This is an optimization exercise on Yosys and OpenROAD, whose aim is small area, a short achievable clock period and few clock cycles per item, not a production implementation.
Function was checked by simulation only, so behaviour that the tests miss may differ from the original.
No activity file was given, so power comes from the tool's default toggle rates.

==> flow/design.v (outline; a module is shown in full before it is edited, if it fits) <==
// module lattice_interp: 1365 lines
// module lattice_fa: 10 lines
// module lattice_add17: 7 lines
module lattice_interp (
  input  wire        clk,
  input  wire        rst,
  input  wire        in_valid,
  input  wire [63:0] in_x,         
  output reg         in_ready,
  output reg         mem_rd,
  output reg  [16:0] mem_addr,
  input  wire [15:0] mem_rdata,    
  output reg         out_valid,
  output reg  [15:0] out_y
);
  // ...
==> flow/flow/run.sh <==
#!/bin/bash
# Standard layout, with plain buffers (buf_1) on the ports instead of the
# delay buffers the port-buffering step picks by default, and timing repair
# aiming at a shorter period than the 10 ns clock.
set -euo pipefail
bash standard.sh "BUFFER_PORTS_ARGS=-buffer_cell sky130_fd_sc_hd__buf_1" SETUP_SLACK_MARGIN=6.5 finish > standard.log 2>&1
==> flow/standard.sh <==
#!/bin/bash
# synth_recipe.tcl (not shown) runs the flow's synth.tcl, then flattens the netlist and writes it again
# the make line also repeats each setting of config.mk as NAME=value (left out here)
make -C /OpenROAD-flow-scripts/flow DESIGN_CONFIG=/design/flow/config.mk WORK_HOME=/design/flow/orfs CLKGATE_MAP_FILE= SYNTH_SCRIPT=/design/flow/synth_recipe.tcl "${@:-finish}"
==> flow/config.mk <==
export PLATFORM = sky130hd
export DESIGN_NAME = lattice_interp
export DESIGN_NICKNAME = lattice_interp
export VERILOG_FILES = /design/flow/design.v
export SDC_FILE = /design/flow/constraint.sdc
export NUM_CORES = 4
export LEC_CHECK = 0
export CAP_MARGIN = 20
export CORE_MARGIN = 2
export CORE_UTILIZATION = 40
export CTS_BUF_LIST = sky130_fd_sc_hd__clkbuf_16
export CTS_CLUSTER_DIAMETER = 90
export CTS_CLUSTER_SIZE = 30
export SLEW_MARGIN = 20
export SYNTH_HIERARCHICAL = 1
==> flow/constraint.sdc <==
create_clock -name core_clock -period 10.0 [get_ports {clk}]
set_input_delay 2.0000 -clock core_clock [delete_from_list [all_inputs] [get_ports {clk}]]
set_output_delay 2.0000 -clock core_clock [all_outputs]
set_load 0.01 [all_outputs]
==> impl_results.md, run 1 <==
- Status: finished clean
- Worst path max stage delay: 0.91 ns
- First-pass GRT wire length: 88,100 um
- Slew Viols, Final: 0
- Root buf cell: clkbuf_16
- Compound-Gate Fraction of Synth Area: 12.8%
- Htree depth: 1
- Post-CTS setup buffer count: 0
- Final-stage net count: 2,563
- Non-CTS buffers: 128
- Final Hold Vio Count: 0
- Biggest regs: x_r (64), accn_c (32), accn_s (32)
- M3 GR Usage: 2.33%
- Top Consumer: combinational logic
- Seq area share: 29.5%
- Count leader, synth: dfxtp_1
- Synth Warn #: 7
- WL final: 56,400 um
- Global route total overflow: 0
- IO Pins: 119
- Largest cells by area after synthesis: dfxtp_1, fa_1, ha_1
- Synth top cells by count: dfxtp_1, ha_1, fa_1
- Adder-Cell Fraction of Synth Area: 31.3%
- Commonest non-fill, non-tap cell in the layout: ha_1
- Max cap viols: 0
- Core footprint: 53,700 um^2
- Mux cell area share after synthesis: 1.40%
- Net load switching power: 3.90 mW
- Port buffer count: 118
- Clk pin slew, worst setup/hold paths: 0.10 ns
- Critical hold path startpoint: w_reg[0]$_DFF_P_
- DRT Pass-1 Iters: 5
- Crit end category: flip-flop
- Hold_ws: 0.329 ns
- Synth top area share: 20.6%
- HPWL after DPL: 44,300 um
- Pre-CTS setup slack: 5.96 ns
- CP dominant cell by count: fa_1
- Clock power frac: 10.2%
- Final setup fails: 0
- Setup WS post-layout: 6.61 ns
- Most used DFF post-synth: dfxtp_1
- Ratio of cells with drive above 1 in the final layout: 9.03%
- Cells on worst reg2reg path: 6
- Starting Density: 40.3%
Testbench counts, summed over its fixed seeds: cycles 8,968, items 2,048.
==> run 2, diff against run 1 <==
--- a/flow/config.mk
+++ b/flow/config.mk
@@ -13,2 +13,3 @@
 export CTS_CLUSTER_SIZE = 30
+export GPL_TIMING_DRIVEN = 1
 export SLEW_MARGIN = 20
==> run 2 against run 1 <==
  * Die area stayed put
  * Sequential cell count stayed put
  * First-iteration DRC count stayed put
  * Global-route usage stayed put
  * Non-clock buffer count stayed put
  * Core utilization stayed put
==> impl_results.md, run 2 <==
- Status: finished clean
- Setup WS post-layout: 6.61 ns (unchanged)
- Die W: 237 um
- Crit Reg-Reg Startpoint: w2[2]$_DFF_P_
- Synth top area share: 20.6% (unchanged)
- Slew Viols, Final: 0 (unchanged)
- DP Area: 22,600 um^2
- Power per cell area: 373 nW/um^2
- Fmax: 295 MHz
- Ratio of cells with drive above 1 in the final layout: 9.03% (unchanged)
- Die Ht: 237 um
- First-pass GRT wire length: 88,100 um (unchanged)
- Post-synth EDFFs: 80
- Flop pwr share: 27.0%
- Largest register FFs: 64
- Vias/cell: 5.44
- Mapped cell area: 21,700 um^2
- Gp weighted congestion: 0.892
- Synth Warn #: 7 (unchanged)
- Sw Share: 44.6%
- WL/cell: 20.4 um
- Post-synthesis sequential element count: 303
- Largest net degree at the start of global routing: 69
- Tot Pwr: 8.75 mW
- Area grow syn2layout: 8.37%
- Kind of critical path: flip-flop to flip-flop
- Htree depth: 1 (unchanged)
- DRC viols: 0
- Routed vias: 15,000
- Biggest regs: x_r (64), accn_c (32), accn_s (32)
- Syn Inst Count: 2,013
- RSZ-0062 raised after global routing: yes
- Peak VDD IR: 0.183 mV
- Count leader, synth: dfxtp_1
- WP data required: 10.42 ns
- Clock Path Buffers: 3
- Placed Instances: 2,733
- Hold_buf cts: 0
- Max cap viols: 0 (unchanged)
- Commonest non-fill, non-tap cell in the layout: ha_1
- Slew HR: 29.6%
- Non-filler cells, final: 2,767
- Crit end category: flip-flop
- Final ANT Viol Nets: 0
- Flop2flop setup slack: 6.61 ns
- Site row count: 85
- Port buffer count: 118 (unchanged)
- Lkg Pwr: 9.60 nW
- Slew @ Worst Pin: 1.05 ns
- Initial DRC Count: 783
- Critical hold path startpoint: w_reg[0]$_DFF_P_
- Leading area contributor after synthesis: dfxtp_1
- Final min period: 3.39 ns
- Net load switching power: 3.90 mW (unchanged)
- All-Layer GR Usage: 20.1%
- Final Hold Vio Count: 0 (unchanged)
- Final setup fails: 0 (unchanged)
- Root buf cell: clkbuf_16
- Min-Delay Path Class: flip-flop to flip-flop
- Initial antenna violation count: 1
- TritonCTS Buffers: 18
- IO Pins: 119 (unchanged)
- Worst path arrival time: 3.80 ns
- Global route total overflow: 0 (unchanged)
- TNS Setup: 0 ns
- Final-stage net count: 2,563 (unchanged)
- WHS Path Cells: 0
- DRT Pass-1 Iters: 5 (unchanged)
- Ys async rst share: 0%
- Clk pin slew, worst setup/hold paths: 0.10 ns (about the same)
- Largest cells by area after synthesis: dfxtp_1, fa_1, ha_1
- Comb pwr share: 62.9%
- CP startpoint kind: flip-flop
- Capturing point of the worst reg2reg path: accn_c[19]$_DFF_P_
- Starting Density: 40.3% (unchanged)
- Hold Path End: w2[0]$_DFF_P_
- Setup Skew: 0.0221 ns
- Die Area: 56,000 um^2
- Pre-CTS setup slack: 5.96 ns (unchanged)
- Critical Path Fanout Max: 17
- WL final: 56,400 um (unchanged)
- Crit share post-route: 33.9%
- Clock power frac: 10.2% (about the same)
- Number of global-route vias before repair: 15,700
- TritonCTS clock tree: built
- Most frequent cells in the layout: ha_1, fa_1, dfxtp_1
- Clk latency of the worst-skew pair: 0.55 ns
- Most used DFF post-synth: dfxtp_1
- Syn Area/Cell: 10.8 um^2
- Core footprint: 53,700 um^2 (unchanged)
- Cells on worst reg2reg path: 6 (unchanged)
- Synth top cells by count: dfxtp_1, ha_1, fa_1
- HPWL after DPL: 44,300 um (unchanged)
- Int Power: 4.85 mW
- Seq/Total Area, Yosys: 31.7%
- Count of cell types in the netlist: 71
- Post-Layout Inst Area: 23,500 um^2
- Largest reg by FF count: x_r
- Clk sink count: 303
## run 2: cell counts after synthesis
No cell type changed its count.
## run 2: critical path, cell delays in order, from the launching register on
cell and delay (ns):
dfxtp_1 0.91, nand2_1 0.13, ha_1 0.27, fa_1 0.57, fa_1 0.45, fa_1 0.54, fa_1 0.41
## run 2: cell families (layout without fill, tap and decap cells)
logic type | after synthesis | after routing | share of synthesized area [%]
XOR/XNOR | 207 | 207 | 8.37
adder cells (fa/ha/maj) | 421 | 421 | 31.3
multiplexers | 27 | 27 | 1.40
flip-flops | 303 | 303 | 31.7
other | 1 | 3 | 0.0173
AO/OA/AOI/OAI | 394 | 394 | 12.8
AND/OR/NAND/NOR | 401 | 401 | 9.75
buffers and inverters | 259 | 315 | 4.60
## run 2: worst max path at each step
| stage | endpoint | cells after the start | startpoint |
|---|---|---|---|
| 2_1_floorplan | accn_c[22]$_DFF_P_ | 8 | bneg[7]$_DFF_P_ |
| 3_3_place_gp | accn_c[20]$_DFF_P_ | 7 | bneg[2]$_DFF_P_ |
| 3_5_place_dp | accn_c[20]$_DFF_P_ | 7 | bneg[2]$_DFF_P_ |
| 4_1_cts | accn_c[20]$_DFF_P_ | 7 | btwo[2]$_DFF_P_ |
| 5_1_grt | mem_addr[16]$_DFF_P_ | 12 | tp[3]$_DFF_P_ |
| 6_report | accn_c[19]$_DFF_P_ | 6 | w2[2]$_DFF_P_ |
## run 2: stage by stage
step	util [%]	hold slack [ns]
floorplan	-	0.310
global placement	42.1	0.310
detailed placement	42.1	0.312
CTS	43.5	0.329
global route	43.7	0.331
finish	43.7	0.329
## run 2: final cells by class
class	count	area, um^2
Timing Repair Buffer	128	548
Clock buffer	19	475
Clock inverter	12	211
Antenna cell	1	2.50
Tap cell	696	871
Sequential cell	303	6930
Inverter	156	593
Fill cell	5059	30200
Multi-Input combinational cell	1452	13900
## run 2: per-layer routing
layer	up-vias	GRT usage (%)	wire length [um]
li1	7101	-	-
met1	7447	26.4	24700
met2	390	34.5	27300
met3	104	2.33	2340
met4	0	6.73	2000
met5	-	0	0
## run 2: repair_timing
item	CTS	global route
cloned	0	1
endpoints found under the setup margin	34	43
pin swaps	0	3
buffers inserted	0	1
resized for setup	28	34
## run 2: per-module statistics from Yosys (local to each module, per instance)
module          area, um^2  cells inside
lattice_interp       17100          1722
lattice_fa            20.0             1
lattice_add17          762           100
## run 2: power by group through the flow
stage / Sequential [mW] / Clock [mW] / Combinational, mW
3_3_place_gp: 2.37 / 0 / 5.29
3_5_place_dp: 2.38 / 0 / 5.51
2_1_floorplan: 2.05 / 0 / 4.32
5_1_grt: 2.40 / 0.967 / 6.42
4_1_cts: 2.35 / 0.922 / 5.53
6_report: 2.36 / 0.888 / 5.50
==> run 3, diff against run 2 <==
--- a/flow/config.mk
+++ b/flow/config.mk
@@ -13,3 +13,3 @@
 export CTS_CLUSTER_SIZE = 30
-export GPL_TIMING_DRIVEN = 1
+export PLACE_DENSITY = 0.75
 export SLEW_MARGIN = 20
==> run 3 against run 2 <==
  * Sequential cell count stayed put
  * Core utilization increased by 0.075 points
  * Critical path depth unchanged
  * Still clean on timing, DRC and antenna
  * Synthesized cell count unchanged
  * Worst hold slack better by 0.0028 ns
  * Die area unchanged
  * Global-route usage grew 0.49 points
  * Wire length is 2.0% higher
  * Register-to-register slack got worse by 0.02 ns
  * Count of clock-buffer cells in the layout stayed put
  * Largest cell class unchanged
  * Largest power group unchanged
  * First-iteration DRC count is 65% higher
  * Cell area up 0.17%
==> impl_results.md, run 3 <==
- IO Pins: 119 (unchanged)
- Number of global-route vias before repair: 16,100 (+2.7%)
- Final min period: 3.41 ns (+0.0240 ns)
- Synth Warn #: 7 (unchanged)
- Synth top cells by count: dfxtp_1, ha_1, fa_1
- Post-Layout Inst Area: 23,500 um^2 (+0.17%)
- Clk latency of the worst-skew pair: 0.56 ns (about the same)
- Crit end category: flip-flop
- DP Area: 22,600 um^2 (about the same)
- DRC viols: 0 (unchanged)
- Largest reg by FF count: x_r
- Core footprint: 53,700 um^2 (unchanged)
- Final setup fails: 0 (unchanged)
- TNS Setup: 0 ns (unchanged)
- Largest net degree at the start of global routing: 69 (unchanged)
- Gp weighted congestion: 0.942 (+5.6%)
- Flop2flop setup slack: 6.59 ns (-0.02 ns)
- Critical hold path startpoint: first2$_DFF_P_
- Power per cell area: 380 nW/um^2 (+2.0%)
- Most frequent cells in the layout: ha_1, fa_1, dfxtp_1
- Most used DFF post-synth: dfxtp_1
- Area grow syn2layout: 8.56%
- WL/cell: 20.7 um (+1.8%)
- Crit share post-route: 34.1% (+0.24 points)
- Worst path cell trace: a22oi_1, xnor2_1, fa_1, fa_1, fa_1, fa_1
- Post-synthesis sequential element count: 303 (unchanged)
- Worst path arrival time: 3.84 ns (+0.04 ns)
- Setup WS post-layout: 6.59 ns (-0.0240 ns)
- Mapped cell area: 21,700 um^2 (unchanged)
- Hold_buf cts: 0 (unchanged)
- Fill count: 4,933 (-2.5%)
- Largest cells by area after synthesis: dfxtp_1, fa_1, ha_1
- Commonest non-fill, non-tap cell in the layout: ha_1
- Die W: 237 um (unchanged)
- WP data required: 10.43 ns (about the same)
- Sw Share: 45.0% (+0.44 points)
- Int Power: 4.92 mW (+1.4%)
- Cells on worst reg2reg path: 6 (unchanged)
- TritonCTS Buffers: 18 (unchanged)
- Final-stage net count: 2,568 (+0.20%)
- Lkg Pwr: 9.63 nW (+0.28%)
- RSZ-0062 raised after global routing: yes
- Syn Area/Cell: 10.8 um^2 (unchanged)
- Site row count: 85 (unchanged)
- CP dominant cell by count: fa_1
- Kind of critical path: flip-flop to flip-flop
- CP max-delay cell: dfxtp_1
- Capturing point of the worst reg2reg path: accn_c[14]$_DFF_P_
- Ratio of cells with drive above 1 in the final layout: 9.54% (+0.50 points)
- Net load switching power: 4.02 mW (+3.2%)
- Synth top area share: 20.6% (unchanged)
- Count leader, synth: dfxtp_1
- Global route total overflow: 0 (unchanged)
- Starting Density: 40.3% (unchanged)
- Vias/cell: 5.61 (+3.1%)
- First-pass GRT wire length: 90,800 um (+3.1%)
- TritonCTS clock tree: built
- Flop pwr share: 26.3% (-0.7 points)
- Ys async rst share: 0% (unchanged)
- Clk sink count: 303 (unchanged)
- Peak VDD IR: 0.231 mV (+26%)
- Port buffer count: 118 (unchanged)
- Buf/Inv on CP: 0 (unchanged)
- HPWL after DPL: 44,200 um (-0.22%)
- Hold Path End: first3$_DFF_P_
- WL final: 57,500 um (+2.0%)
- Clk pin slew, worst setup/hold paths: 0.10 ns (about the same)
- Leading area contributor after synthesis: dfxtp_1
- Crit Reg-Reg Startpoint: w2[1]$_DFF_P_
- Critical Path Fanout Max: 17 (unchanged)
- Seq/Total Area, Yosys: 31.7% (unchanged)
- Worst path max stage delay: 0.90 ns (about the same)
- CP delay by family, top: adder cells
- Final Util: 43.8% (+0.075 points)
- Setup Skew: 0.0204 ns (-0.00163 ns)
- Min-Delay Path Class: flip-flop to flip-flop
- Count of cell types in the netlist: 71 (unchanged)
- All-Layer GR Usage: 20.6% (+0.49 points)
- Die Area: 56,000 um^2 (unchanged)
- WHS Path Cells: 0 (unchanged)
- Clock Path Buffers: 3 (unchanged)
- Post-synth EDFFs: 80 (unchanged)
- Pre-CTS setup slack: 6.06 ns (+0.0948 ns)
- Slew HR: 30.5% (+0.85 points)
- Htree depth: 1 (unchanged)
- Slew @ Worst Pin: 1.04 ns (-0.00459 ns)
- Clock power frac: 10.2% (about the same)
- Status: finished clean
- CP startpoint kind: flip-flop
- Root buf cell: clkbuf_16
- Syn Inst Count: 2,013 (unchanged)
- Slew Viols, Final: 0 (unchanged)
- Max cap viols: 0 (unchanged)
- Fmax: 293 MHz (-0.70%)
- Final Hold Vio Count: 0 (unchanged)
- Final ANT Viol Nets: 0 (unchanged)
- DRT Pass-1 Iters: 6 (+1)
- Initial DRC Count: 1,294 (+65%)
- Initial antenna violation count: 0 (-1)
- Largest register FFs: 64 (unchanged)
- Routed vias: 15,500 (+3.4%)
- Comb pwr share: 63.5% (+0.6 points)
- Die Ht: 237 um (unchanged)
- Biggest regs: x_r (64), accn_c (32), accn_s (32)
run 3: Yosys stat by module, one instance, submodules excluded:
module | flip-flops and latches | cell area [um^2] | copies in the design
lattice_interp | 303 | 17100 | 1
lattice_add17 | 0 | 762 | 1
lattice_fa | 0 | 20.0 | 191
run 3: cells by family after synthesis:
family                     Yosys count  share of synthesized area, %
AOI/OAI and AO/OA                  394                          12.8
other                                1                        0.0173
and+or+nand+nor                    401                          9.75
DFF                                303                          31.7
adders and majority gates          421                          31.3
buffers and inverters              259                          4.60
muxes                               27                          1.40
xor gates and xnor gates           207                          8.37
run 3: final cells by class:
type                    count  area, um^2  share of cell area, %
diodes                      1        2.50                 0.0106
clock buffers              19         475                   2.02
clock inverters            13         201                  0.856
inverters                 156         591                   2.51
multi-input cells        1452       13900                   58.9
flip-flops and latches    303        6930                   29.5
well taps                 696         871                   3.70
repair buffers            133         586                   2.49
run 3: metal layers:
metal / share of wire (%) / track usage (%) / routed length [um] / up-vias
met2: 48 / 34.9 / 27500 / 684
met3: 7.3 / 3.26 / 4210 / 133
met4: 3.8 / 6.87 / 2180 / 0
li1: - / - / - / 7111
met1: 41 / 26.9 / 23600 / 7621
met5: 0 / 0 / 0 / -
run 3: through the flow:
step	total power [mW]	hold WS, ns	cells
6_report	8.94	0.332	2773
5_1_grt	9.94	0.334	2772
4_1_cts	8.93	0.332	2766
3_5_place_dp	7.92	0.312	2734
3_3_place_gp	7.65	0.310	2734
2_1_floorplan	6.37	0.310	2014
run 3: repair_timing:
item | in CTS | in global routing
setup endpoints to repair | 38 | 38
gates resized for setup | 27 | 39
cloned | 0 | 1
pin swaps | 0 | 6
buffers inserted | 0 | 5
run 3: power groups by stage:
stage               Sequential, mW  Combinational, mW  Clock [mW]
floorplan                     2.05               4.32           0
global placement              2.34               5.30           0
detailed placement            2.35               5.56           0
CTS                           2.33               5.66       0.937
global route                  2.38               6.58       0.979
finish                        2.35               5.68       0.910
run 3: how the worst max path moves through the flow:
stage / from / endpoint / slack [ns] / depth (start not counted)
after global placement: bneg[2]$_DFF_P_ / accn_c[20]$_DFF_P_ / 6.10 / 7
after CTS: btwo[3]$_DFF_P_ / accn_c[20]$_DFF_P_ / 6.48 / 7
after detailed placement: bneg[2]$_DFF_P_ / accn_c[17]$_DFF_P_ / 6.06 / 7
after global routing: w2[13]$_DFF_P_ / accn_c[20]$_DFF_P_ / 6.49 / 7
after floorplan: bneg[7]$_DFF_P_ / accn_c[22]$_DFF_P_ / 6.50 / 8
final: w2[1]$_DFF_P_ / accn_c[14]$_DFF_P_ / 6.59 / 6

==> what the ideal ports hide <==
In the flow no input, the clock included, has a driving cell. The finished layouts below were timed again as built, in two steps.
Step 1 assumes that a clkbuf_16 drives the clock port and a buf_2 every other input.
Step 2 also shifts input and output timing later by t, the mid clock arrival at the registers, as if the neighbouring blocks saw the same clock.
Slacks: ideal ports / drivers / drivers and shift; pairs: ideal ports / drivers.
run | t (ns) | setup WS [ns] | latest minus earliest clock arrival (ns)
run 1 | 0.595 | 6.611 / 6.611 / 6.356 | 0.025 / 0.025
run 2 | 0.595 | 6.611 / 6.611 / 6.356 | 0.025 / 0.025
run 3 | 0.605 | 6.587 / 6.587 / 6.569 | 0.025 / 0.024
After both steps setup and hold are still met in every run listed.
